Context: an optimization exercise on an open-source flow, tuned for small area, a short achievable clock period and few clock cycles. The choices shown serve that exercise and are no tape-out recipe.
Function was checked by simulation only, so behaviour that the tests miss may differ from the original.
No activity file was given, so power comes from the tool's default toggle rates.

==> inputs of 01-19 <==
==> flow/design.v (excerpt) <==
module loop_slot (
    input             clk,
    input             rst,           
    input             start,
    input      [12:0] start_pc,
    input      [9:0]  sig_base,
    input      [8:0]  act_base,
    input      [127:0] params,       
    input             clear,         
    output            ready,
    output     [12:0] imem_addr,
    input      [31:0] imem_rdata,
    output     [9:0]  sig_addr,
    input      [15:0] sig_rdata,
    output reg        wr_valid,
    output reg        wr_prof,       
    output reg [8:0]  wr_addr,
    output reg [31:0] wr_data,
    output reg        done,
    output            st_sat,
    output            st_clp,
    output            st_raised,
    output            st_fe_active,
    output            st_fe_seen,
    output     [15:0] cyc_last
);
    localparam OP_NOP  = 6'h00, OP_END  = 6'h01, OP_RAISE = 6'h02, OP_LDI  = 6'h03,
               OP_MOV  = 6'h04, OP_RDS  = 6'h05, OP_RDP   = 6'h06, OP_WRA  = 6'h07,
               OP_WTG  = 6'h08, OP_ADD  = 6'h10, OP_SUB   = 6'h11, OP_ADDI = 6'h12,
               OP_MUL  = 6'h13, OP_NEG  = 6'h14, OP_ABS   = 6'h15, OP_MIN  = 6'h16,
               OP_MAX  = 6'h17, OP_CLMP = 6'h18, OP_SHL   = 6'h19, OP_SHR  = 6'h1A,
  ...
export LEC_CHECK = 0
export CAP_MARGIN = 20
export CORE_MARGIN = 2
export CORE_UTILIZATION = 40
export SLEW_MARGIN = 20
create_clock -name core_clock -period 18.0 [get_ports {clk}]
standard.sh (not shown) runs the stock make flow with config.mk's settings and CLKGATE_MAP_FILE= SYNTH_SCRIPT=/design/flow/synth_recipe.tcl, a recipe that flattens the netlist after the stock synthesis.
==> flow/flow/run.sh <==
#!/bin/bash
# Standard synthesis and layout; timing repair aims for more setup slack than the
# constraint needs, so that the layout reaches a shorter period.
set -euo pipefail
bash standard.sh synth > synth.log 2>&1
bash standard.sh SETUP_SLACK_MARGIN=12 finish > layout.log 2>&1
==> 09-05 (differences from 01-19) <==
--- a/flow/design.v
+++ b/flow/design.v
@@ -44,18 +44,19 @@
     reg  [9:0]  sbase;
     reg  [8:0]  abase;
     reg         busy;
     reg  [12:0] pc;              
     reg  [31:0] ir;
+    reg  [15:0] sel_a, sel_b, sel_d;    
     reg         irv;             
     reg         lpf_ph;          
     reg  [16:0] lpf_t;           
     reg         e2_mul;          
     reg         e2_aw;           
-    reg         e2_acc;          
+    reg  [39:0] e2_anv;          
     reg         e2_rds;          
-    reg  [3:0]  e2_vd;
+    reg  [15:0] e2_vd;           
     reg  [1:0]  e2_an;
     reg  [40:0] e2_s, e2_c;
     reg  [9:0]  sa;              
     assign ready        = !busy;
     assign imem_addr    = pc;
@@ -118,19 +119,31 @@
     wire use_d = is_clmp | is_lpf;
     wire acc_e1  = is_shra | is_aclp;               
     wire acc_e2  = is_mac | is_msu | is_acca | is_lda | is_clra;    
     wire [1:0] acc_i = is_sata ? f_sn : f_n;
     wire e2_vw = e2_mul | e2_rds;
-    wire hazard = (e2_vw & ((use_a & f_a == e2_vd) | (use_b & f_b == e2_vd) |
-                            (use_d & f_d == e2_vd))) |
+    wire hazard = (e2_vw & ((use_a & |(sel_a & e2_vd)) | (use_b & |(sel_b & e2_vd)) |
+                            (use_d & |(sel_d & e2_vd)))) |
                   (e2_aw & (acc_e1 | is_sata) & acc_i == e2_an);
     wire go     = busy & irv & !hazard;       
     wire lpf_p1 = is_lpf & !lpf_ph;
     wire issue  = go & !lpf_p1;               
-    wire signed [15:0] va = vregs[f_a*16 +: 16];
-    wire signed [15:0] vb = vregs[f_b*16 +: 16];
-    wire signed [15:0] vd = vregs[f_d*16 +: 16];
+    reg  [15:0] va_r, vb_r, vd_r;
+    integer k;
+    always @* begin
+        va_r = 16'd0;
+        vb_r = 16'd0;
+        vd_r = 16'd0;
+        for (k = 0; k < 16; k = k + 1) begin
+            va_r = va_r | ({16{sel_a[k]}} & vregs[k*16 +: 16]);
+            vb_r = vb_r | ({16{sel_b[k]}} & vregs[k*16 +: 16]);
+            vd_r = vd_r | ({16{sel_d[k]}} & vregs[k*16 +: 16]);
+        end
+    end
+    wire signed [15:0] va = va_r;
+    wire signed [15:0] vb = vb_r;
+    wire signed [15:0] vd = vd_r;
     wire signed [39:0] an = accs[acc_i*40 +: 40];
     wire signed [15:0] imm = f_imm;
     wire [15:0] pk = par[f_k*16 +: 16];
     wire        va_neg  = va[15];
     wire        negate  = is_neg | (is_abs & va_neg);
@@ -148,16 +161,13 @@
     wire [15:0] min_res  = a_lt_b ? va : vb;
     wire [15:0] max_res  = a_lt_b ? vb : va;
     wire [15:0] clmp_lo  = d_lt_a ? va : vd;
     wire        clmp_hi  = d_lt_a ? b_lt_a : b_lt_d;
     wire [15:0] clmp_res = clmp_hi ? vb : clmp_lo;
-    wire [31:0] shl_w   = {{16{va[15]}}, va} << f_sh;
-    wire        shl_ovf = !((&shl_w[31:15]) | !(|shl_w[31:15]));
-    wire [15:0] shl_res = shl_ovf ? (va[15] ? 16'h8000 : 16'h7fff) : shl_w[15:0];
-    wire [15:0] shr_res = va >>> f_sh;
-    wire [3:0]  sh_amt   = is_sata ? ~f_sh : f_sh;
-    wire signed [40:0] sh_x = {an, 1'b0};
+    wire [39:0] sh_in    = is_shl ? {{9{va[15]}}, va, 15'd0} : is_shr ? {{24{va[15]}}, va} : an;
+    wire [3:0]  sh_amt   = (is_sata | is_shl) ? ~f_sh : f_sh;
+    wire signed [40:0] sh_x = {sh_in, 1'b0};
     wire signed [40:0] sh_y = sh_x >>> sh_amt;
     wire [39:0] shra_res = sh_y[40:1];
     wire        sata_fit = (&sh_y[40:17]) | !(|sh_y[40:17]);
     wire [17:0] sata_r   = {sh_y[17], sh_y[17:1]} + sh_y[0];
     wire        sata_ovf = !sata_fit | (sata_r[17:15] != 3'b000 & sata_r[17:15] != 3'b111);
@@ -208,13 +218,12 @@
             OP_ADD, OP_SUB, OP_ADDI, OP_NEG, OP_ABS:
                      begin w1_v = 1'b1; w1_vd = as_res; sat1 = as_ovf; end
             OP_MIN:  begin w1_v = 1'b1; w1_vd = min_res; end
             OP_MAX:  begin w1_v = 1'b1; w1_vd = max_res; end
             OP_CLMP: begin w1_v = 1'b1; w1_vd = clmp_res; end
-            OP_SHL:  begin w1_v = 1'b1; w1_vd = shl_res; sat1 = shl_ovf; end
-            OP_SHR:  begin w1_v = 1'b1; w1_vd = shr_res; end
-            OP_SATA: begin w1_v = 1'b1; w1_vd = sata_res; sat1 = sata_ovf; end
+            OP_SHR:  begin w1_v = 1'b1; w1_vd = shra_res[15:0]; end
+            OP_SHL, OP_SATA: begin w1_v = 1'b1; w1_vd = sata_res; sat1 = sata_ovf; end
             OP_SHRA: begin w1_a = 1'b1; w1_ad = shra_res; end
             OP_ACLP: begin w1_a = 1'b1; w1_ad = aclp_res; end
             default: ;
         endcase
     end
@@ -226,31 +235,38 @@
     wire [40:0] cs_s, cs_c;
     booth_cs u_mul (
         .m(mul_m), .b(vb), .inv(is_msu), .rg(mul_rg), .rnd(is_mul | is_lpf),
         .s(cs_s), .c(cs_c)
     );
-    wire [39:0] an2  = accs[e2_an*40 +: 40];
-    wire [40:0] z_a  = e2_acc ? {an2[39], an2} : 41'd0;
+    wire [40:0] z_a  = {e2_anv[39], e2_anv};
     wire [40:0] z_x  = e2_s ^ e2_c ^ z_a;                        
     wire [40:0] z_y  = (e2_s & e2_c) | (e2_s & z_a) | (e2_c & z_a);
     wire [40:0] z    = z_x + {z_y[39:0], 1'b0};
     wire        z16_ovf = !((&z[40:30]) | !(|z[40:30]));
     wire [15:0] z16  = z16_ovf ? (z[40] ? 16'h8000 : 16'h7fff) : z[30:15];
     wire        z40_ovf = z[40] != z[39];
     wire [39:0] z40  = z40_ovf ? (z[40] ? 40'h80_0000_0000 : 40'h7f_ffff_ffff) : z[39:0];
     wire [15:0] w2_vd = e2_rds ? sig_rdata : z16;
     wire        sat2 = (e2_mul & z16_ovf) | (e2_aw & z40_ovf);
+    integer i;
     wire accept = !busy & start;
+    reg  [12:0] pc_inc;
+    integer j;
+    always @* begin
+        pc_inc[0] = !pc[0];
+        for (j = 1; j < 13; j = j + 1)
+            pc_inc[j] = pc[j] ^ (&(pc | ~((13'd1 << j) - 13'd1)));
+    end
+    wire [12:0] pc_skp = pc + {5'd0, f_cnt};
     wire zap    = rst | (accept & clear);
-    integer i;
     always @(posedge clk) begin
         for (i = 0; i < 16; i = i + 1) begin
             if (zap)
                 vregs[i*16 +: 16] <= 16'd0;
-            else if (e2_vw && e2_vd == i && !(we1_v && f_d == i))
+            else if (e2_vw && e2_vd[i] && !(we1_v && sel_d[i]))
                 vregs[i*16 +: 16] <= w2_vd;
-            else if (we1_v && f_d == i)
+            else if (we1_v && sel_d[i])
                 vregs[i*16 +: 16] <= w1_vd;
         end
         for (i = 0; i < 4; i = i + 1) begin
             if (zap)
                 accs[i*40 +: 40] <= 40'd0;
@@ -271,23 +287,20 @@
     end
     always @(posedge clk) begin
         if (rst) begin
             busy     <= 1'b0;
             irv      <= 1'b0;
-            lpf_ph   <= 1'b0;
             done     <= 1'b0;
             wr_valid <= 1'b0;
             e2_mul   <= 1'b0;
             e2_aw    <= 1'b0;
-            e2_acc   <= 1'b0;
             e2_rds   <= 1'b0;
         end else begin
             done     <= 1'b0;
             wr_valid <= issue & (is_wra | is_wtg);
             e2_mul   <= issue & (is_mul | is_lpf);
             e2_aw    <= issue & acc_e2;
-            e2_acc   <= issue & (is_mac | is_msu | is_acca);
             e2_rds   <= issue & is_rds;
             if (accept) begin
                 busy <= 1'b1;
                 irv  <= 1'b0;
                 pc   <= start_pc;
@@ -295,26 +308,32 @@
                 if (issue & is_end) begin
                     busy <= 1'b0;
                     done <= 1'b1;
                     irv  <= 1'b0;
                 end else if (skip_t) begin
-                    pc  <= pc + f_cnt;
+                    pc  <= pc_skp;
                     irv <= 1'b0;
                 end else if (!irv || issue) begin
-                    pc  <= pc + 13'd1;
+                    pc  <= pc_inc;
                     ir  <= imem_rdata;
+                    sel_a <= 16'd1 << imem_rdata[21:18];
+                    sel_b <= 16'd1 << imem_rdata[17:14];
+                    sel_d <= 16'd1 << imem_rdata[25:22];
                     irv <= 1'b1;
                     if (imem_rdata[31:26] == OP_END && !(irv && e1_late)) begin
                         busy <= 1'b0;
                         done <= 1'b1;
                     end
                 end
-                if (go & is_lpf)
-                    lpf_ph <= !lpf_ph;
             end
         end
     end
+    always @(posedge clk)
+        if (rst)
+            lpf_ph <= 1'b0;
+        else if (go & is_lpf)
+            lpf_ph <= !lpf_ph;
     always @(posedge clk) begin
         if (rst) begin
             sat_run     <= 1'b0;
             raised_run  <= 1'b0;
             fe_seen_run <= 1'b0;
@@ -336,14 +355,18 @@
         if (accept) begin
             par   <= params;
             sbase <= sig_base;
             abase <= act_base;
         end
+        e2_vd <= sel_d;
         if (go & lpf_p1)
             lpf_t <= {va[15], va} - {vd[15], vd};
-        e2_vd <= f_d;
         e2_an <= f_n;
+        if (is_mac | is_msu | is_acca)
+            e2_anv <= (e2_aw && e2_an == f_n) ? z40 : an;
+        else
+            e2_anv <= 40'd0;
         e2_s  <= cs_s;
         e2_c  <= cs_c;
         sa    <= ir[21] ? f_sig + sbase : f_sig;
         wr_prof <= is_wtg;
         wr_addr <= is_wtg ? {4'd0, f_prof} : (ir[17] ? f_act + abase : f_act);
==> 04-27 (differences from 01-19) <==
==> flow/run.sh (new file) <==
#!/bin/bash
# synth_recipe.tcl (not shown) runs the flow's synth.tcl, then flattens the netlist and writes it again
# the make line also repeats each setting of config.mk as NAME=value (left out here)
make -C /OpenROAD-flow-scripts/flow DESIGN_CONFIG=/design/flow/config.mk WORK_HOME=/design/flow/orfs CLKGATE_MAP_FILE= SYNTH_SCRIPT=/design/flow/synth_recipe.tcl finish
removed: flow/flow/run.sh
removed: flow/standard.sh
==> 08-18 (differences from 01-19) <==
--- a/flow/design.v
+++ b/flow/design.v
@@ -44,18 +44,19 @@
     reg  [9:0]  sbase;
     reg  [8:0]  abase;
     reg         busy;
     reg  [12:0] pc;              
     reg  [31:0] ir;
+    reg  [15:0] sel_a, sel_b, sel_d;    
     reg         irv;             
     reg         lpf_ph;          
     reg  [16:0] lpf_t;           
     reg         e2_mul;          
     reg         e2_aw;           
-    reg         e2_acc;          
+    reg  [39:0] e2_anv;          
     reg         e2_rds;          
-    reg  [3:0]  e2_vd;
+    reg  [15:0] e2_vd;           
     reg  [1:0]  e2_an;
     reg  [40:0] e2_s, e2_c;
     reg  [9:0]  sa;              
     assign ready        = !busy;
     assign imem_addr    = pc;
@@ -118,19 +119,31 @@
     wire use_d = is_clmp | is_lpf;
     wire acc_e1  = is_shra | is_aclp;               
     wire acc_e2  = is_mac | is_msu | is_acca | is_lda | is_clra;    
     wire [1:0] acc_i = is_sata ? f_sn : f_n;
     wire e2_vw = e2_mul | e2_rds;
-    wire hazard = (e2_vw & ((use_a & f_a == e2_vd) | (use_b & f_b == e2_vd) |
-                            (use_d & f_d == e2_vd))) |
+    wire hazard = (e2_vw & ((use_a & |(sel_a & e2_vd)) | (use_b & |(sel_b & e2_vd)) |
+                            (use_d & |(sel_d & e2_vd)))) |
                   (e2_aw & (acc_e1 | is_sata) & acc_i == e2_an);
     wire go     = busy & irv & !hazard;       
     wire lpf_p1 = is_lpf & !lpf_ph;
     wire issue  = go & !lpf_p1;               
-    wire signed [15:0] va = vregs[f_a*16 +: 16];
-    wire signed [15:0] vb = vregs[f_b*16 +: 16];
-    wire signed [15:0] vd = vregs[f_d*16 +: 16];
+    reg  [15:0] va_r, vb_r, vd_r;
+    integer k;
+    always @* begin
+        va_r = 16'd0;
+        vb_r = 16'd0;
+        vd_r = 16'd0;
+        for (k = 0; k < 16; k = k + 1) begin
+            va_r = va_r | ({16{sel_a[k]}} & vregs[k*16 +: 16]);
+            vb_r = vb_r | ({16{sel_b[k]}} & vregs[k*16 +: 16]);
+            vd_r = vd_r | ({16{sel_d[k]}} & vregs[k*16 +: 16]);
+        end
+    end
+    wire signed [15:0] va = va_r;
+    wire signed [15:0] vb = vb_r;
+    wire signed [15:0] vd = vd_r;
     wire signed [39:0] an = accs[acc_i*40 +: 40];
     wire signed [15:0] imm = f_imm;
     wire [15:0] pk = par[f_k*16 +: 16];
     wire        va_neg  = va[15];
     wire        negate  = is_neg | (is_abs & va_neg);
@@ -148,16 +161,13 @@
     wire [15:0] min_res  = a_lt_b ? va : vb;
     wire [15:0] max_res  = a_lt_b ? vb : va;
     wire [15:0] clmp_lo  = d_lt_a ? va : vd;
     wire        clmp_hi  = d_lt_a ? b_lt_a : b_lt_d;
     wire [15:0] clmp_res = clmp_hi ? vb : clmp_lo;
-    wire [31:0] shl_w   = {{16{va[15]}}, va} << f_sh;
-    wire        shl_ovf = !((&shl_w[31:15]) | !(|shl_w[31:15]));
-    wire [15:0] shl_res = shl_ovf ? (va[15] ? 16'h8000 : 16'h7fff) : shl_w[15:0];
-    wire [15:0] shr_res = va >>> f_sh;
-    wire [3:0]  sh_amt   = is_sata ? ~f_sh : f_sh;
-    wire signed [40:0] sh_x = {an, 1'b0};
+    wire [39:0] sh_in    = is_shl ? {{9{va[15]}}, va, 15'd0} : is_shr ? {{24{va[15]}}, va} : an;
+    wire [3:0]  sh_amt   = (is_sata | is_shl) ? ~f_sh : f_sh;
+    wire signed [40:0] sh_x = {sh_in, 1'b0};
     wire signed [40:0] sh_y = sh_x >>> sh_amt;
     wire [39:0] shra_res = sh_y[40:1];
     wire        sata_fit = (&sh_y[40:17]) | !(|sh_y[40:17]);
     wire [17:0] sata_r   = {sh_y[17], sh_y[17:1]} + sh_y[0];
     wire        sata_ovf = !sata_fit | (sata_r[17:15] != 3'b000 & sata_r[17:15] != 3'b111);
@@ -208,13 +218,12 @@
             OP_ADD, OP_SUB, OP_ADDI, OP_NEG, OP_ABS:
                      begin w1_v = 1'b1; w1_vd = as_res; sat1 = as_ovf; end
             OP_MIN:  begin w1_v = 1'b1; w1_vd = min_res; end
             OP_MAX:  begin w1_v = 1'b1; w1_vd = max_res; end
             OP_CLMP: begin w1_v = 1'b1; w1_vd = clmp_res; end
-            OP_SHL:  begin w1_v = 1'b1; w1_vd = shl_res; sat1 = shl_ovf; end
-            OP_SHR:  begin w1_v = 1'b1; w1_vd = shr_res; end
-            OP_SATA: begin w1_v = 1'b1; w1_vd = sata_res; sat1 = sata_ovf; end
+            OP_SHR:  begin w1_v = 1'b1; w1_vd = shra_res[15:0]; end
+            OP_SHL, OP_SATA: begin w1_v = 1'b1; w1_vd = sata_res; sat1 = sata_ovf; end
             OP_SHRA: begin w1_a = 1'b1; w1_ad = shra_res; end
             OP_ACLP: begin w1_a = 1'b1; w1_ad = aclp_res; end
             default: ;
         endcase
     end
@@ -226,31 +235,38 @@
     wire [40:0] cs_s, cs_c;
     booth_cs u_mul (
         .m(mul_m), .b(vb), .inv(is_msu), .rg(mul_rg), .rnd(is_mul | is_lpf),
         .s(cs_s), .c(cs_c)
     );
-    wire [39:0] an2  = accs[e2_an*40 +: 40];
-    wire [40:0] z_a  = e2_acc ? {an2[39], an2} : 41'd0;
+    wire [40:0] z_a  = {e2_anv[39], e2_anv};
     wire [40:0] z_x  = e2_s ^ e2_c ^ z_a;                        
     wire [40:0] z_y  = (e2_s & e2_c) | (e2_s & z_a) | (e2_c & z_a);
     wire [40:0] z    = z_x + {z_y[39:0], 1'b0};
     wire        z16_ovf = !((&z[40:30]) | !(|z[40:30]));
     wire [15:0] z16  = z16_ovf ? (z[40] ? 16'h8000 : 16'h7fff) : z[30:15];
     wire        z40_ovf = z[40] != z[39];
     wire [39:0] z40  = z40_ovf ? (z[40] ? 40'h80_0000_0000 : 40'h7f_ffff_ffff) : z[39:0];
     wire [15:0] w2_vd = e2_rds ? sig_rdata : z16;
     wire        sat2 = (e2_mul & z16_ovf) | (e2_aw & z40_ovf);
+    integer i;
     wire accept = !busy & start;
+    reg  [12:0] pc_inc;
+    integer j;
+    always @* begin
+        pc_inc[0] = !pc[0];
+        for (j = 1; j < 13; j = j + 1)
+            pc_inc[j] = pc[j] ^ (&(pc | ~((13'd1 << j) - 13'd1)));
+    end
+    wire [12:0] pc_skp = pc + {5'd0, f_cnt};
     wire zap    = rst | (accept & clear);
-    integer i;
     always @(posedge clk) begin
         for (i = 0; i < 16; i = i + 1) begin
             if (zap)
                 vregs[i*16 +: 16] <= 16'd0;
-            else if (e2_vw && e2_vd == i && !(we1_v && f_d == i))
+            else if (e2_vw && e2_vd[i] && !(we1_v && sel_d[i]))
                 vregs[i*16 +: 16] <= w2_vd;
-            else if (we1_v && f_d == i)
+            else if (we1_v && sel_d[i])
                 vregs[i*16 +: 16] <= w1_vd;
         end
         for (i = 0; i < 4; i = i + 1) begin
             if (zap)
                 accs[i*40 +: 40] <= 40'd0;
@@ -271,23 +287,20 @@
     end
     always @(posedge clk) begin
         if (rst) begin
             busy     <= 1'b0;
             irv      <= 1'b0;
-            lpf_ph   <= 1'b0;
             done     <= 1'b0;
             wr_valid <= 1'b0;
             e2_mul   <= 1'b0;
             e2_aw    <= 1'b0;
-            e2_acc   <= 1'b0;
             e2_rds   <= 1'b0;
         end else begin
             done     <= 1'b0;
             wr_valid <= issue & (is_wra | is_wtg);
             e2_mul   <= issue & (is_mul | is_lpf);
             e2_aw    <= issue & acc_e2;
-            e2_acc   <= issue & (is_mac | is_msu | is_acca);
             e2_rds   <= issue & is_rds;
             if (accept) begin
                 busy <= 1'b1;
                 irv  <= 1'b0;
                 pc   <= start_pc;
@@ -295,26 +308,32 @@
                 if (issue & is_end) begin
                     busy <= 1'b0;
                     done <= 1'b1;
                     irv  <= 1'b0;
                 end else if (skip_t) begin
-                    pc  <= pc + f_cnt;
+                    pc  <= pc_skp;
                     irv <= 1'b0;
                 end else if (!irv || issue) begin
-                    pc  <= pc + 13'd1;
+                    pc  <= pc_inc;
                     ir  <= imem_rdata;
+                    sel_a <= 16'd1 << imem_rdata[21:18];
+                    sel_b <= 16'd1 << imem_rdata[17:14];
+                    sel_d <= 16'd1 << imem_rdata[25:22];
                     irv <= 1'b1;
                     if (imem_rdata[31:26] == OP_END && !(irv && e1_late)) begin
                         busy <= 1'b0;
                         done <= 1'b1;
                     end
                 end
-                if (go & is_lpf)
-                    lpf_ph <= !lpf_ph;
             end
         end
     end
+    always @(posedge clk)
+        if (rst)
+            lpf_ph <= 1'b0;
+        else if (go & is_lpf)
+            lpf_ph <= !lpf_ph;
     always @(posedge clk) begin
         if (rst) begin
             sat_run     <= 1'b0;
             raised_run  <= 1'b0;
             fe_seen_run <= 1'b0;
@@ -336,14 +355,18 @@
         if (accept) begin
             par   <= params;
             sbase <= sig_base;
             abase <= act_base;
         end
+        e2_vd <= sel_d;
         if (go & lpf_p1)
             lpf_t <= {va[15], va} - {vd[15], vd};
-        e2_vd <= f_d;
         e2_an <= f_n;
+        if (is_mac | is_msu | is_acca)
+            e2_anv <= (e2_aw && e2_an == f_n) ? z40 : an;
+        else
+            e2_anv <= 40'd0;
         e2_s  <= cs_s;
         e2_c  <= cs_c;
         sa    <= ir[21] ? f_sig + sbase : f_sig;
         wr_prof <= is_wtg;
         wr_addr <= is_wtg ? {4'd0, f_prof} : (ir[17] ? f_act + abase : f_act);
==> flow/flow/run.sh (replaced) <==
#!/bin/bash
# Standard synthesis and layout; timing repair aims for more setup slack than the
# constraint needs, so that the layout reaches a shorter period.
set -euo pipefail
bash standard.sh synth > synth.log 2>&1
bash standard.sh SETUP_SLACK_MARGIN=12.4 finish > layout.log 2>&1
==> summary.txt <==
Register share of the cell area: 01-19 22.5%; 04-27 25.0%; 09-05 26.3%; 08-18 25.1%
Switching pwr: 01-19 1640 uW; 04-27 1470 uW; 09-05 2170 uW; 08-18 2270 uW
Number of enable flip-flop cells after synthesis: 01-19 209; 04-27 209; 09-05 255; 08-18 255
Most frequently used cell type in the post-synthesis netlist: 01-19 sky130_fd_sc_hd__a21oi_1; 04-27 sky130_fd_sc_hd__a21oi_1; 09-05 sky130_fd_sc_hd__dfxtp_1; 08-18 sky130_fd_sc_hd__dfxtp_1
Sequential Power: 01-19 1850 uW; 04-27 1850 uW; 09-05 2130 uW; 08-18 2120 uW
Maximum number of pins on one net before global-route repair: 01-19 81; 04-27 97; 09-05 107; 08-18 91
Die Span Y: 01-19 396 um; 04-27 396 um; 09-05 397 um; 08-18 397 um
Post-CTS setup-driven buffer insertion count: 01-19 208; 04-27 0; 09-05 110; 08-18 294
RSZ-0062 raised after global routing: 01-19 yes; 04-27 no; 09-05 yes; 08-18 yes
Run status: 01-19 timing/DRC/antenna clean; 04-27 timing/DRC/antenna clean; 09-05 timing/DRC/antenna clean; 08-18 timing/DRC/antenna clean
Reg-to-Reg End: 01-19 vregs[20]; 04-27 vregs[204]; 09-05 vregs[77]; 08-18 vregs[229]
Via/cell ratio: 01-19 6.95; 04-27 6.88; 09-05 7.10; 08-18 7.19
Internal power: 01-19 3480 uW; 04-27 3310 uW; 09-05 3850 uW; 08-18 3930 uW
Met3 Track Usage GR: 01-19 14.5%; 04-27 12.5%; 09-05 17.7%; 08-18 21.7%
Inverters excl. clock: 01-19 244; 04-27 244; 09-05 204; 08-18 205
Multi-input gate share of total cell area: 01-19 57.0%; 04-27 58.5%; 09-05 53.2%; 08-18 53.0%
Final cell count without fillers: 01-19 9136; 04-27 8801; 09-05 9594; 08-18 9743
Hold Slack: 01-19 0.478 ns; 04-27 0.468 ns; 09-05 0.462 ns; 08-18 0.459 ns
Reg-to-reg setup timing slack: 01-19 11.43 ns; 04-27 8.34 ns; 09-05 11.77 ns; 08-18 11.87 ns
Fillers: 01-19 13700; 04-27 14400; 09-05 14500; 08-18 14100
Multi-input gate count: 01-19 5059; 04-27 5048; 09-05 5380; 08-18 5379
Testbench counts of 01-19, summed over its fixed seeds: cycles 159,414.
Testbench counts of 09-05, summed over its fixed seeds: cycles 159,414.
Testbench counts of 04-27, summed over its fixed seeds: cycles 159,414.
Testbench counts of 08-18, summed over its fixed seeds: cycles 159,414.

==> what the ideal ports hide <==
The results above use ideal ports. As a check the final layouts listed here were re-extracted and re-timed, cells and wires unchanged. Step 1 sets driving cells, clkbuf_16 on the clock port and buf_2 on the other inputs (assumed; they add their load-dependent delay and slew). Step 2 moves the port delays by t, midway between the first and last clock arrival at a register: inputs arrive t later, outputs are due t later. That takes back most of the time a late clock gives input paths. a / b / c = ideal / step 1 / step 2; a / b = the first two.
run | t, ns | setup slack, ns | worst hold slack (ns) | cell pins on the clock port's net
01-19 | 0.855 | 11.427 / 11.427 / 11.058 | 0.478 / 0.478 / 0.478 | 1
09-05 | 0.852 | 11.768 / 11.768 / 11.234 | 0.462 / 0.462 / 0.462 | 1
04-27 | 0.845 | 8.336 / 8.336 / 8.336 | 0.468 / 0.468 / 0.468 | 1
08-18 | 0.840 | 11.875 / 11.875 / 11.317 | 0.459 / 0.459 / 0.459 | 1
After both steps every run listed still meets setup and hold. The setup slack of 08-18, which loses most, moves by 0.000 ns with the drivers and by -0.558 ns with both steps.
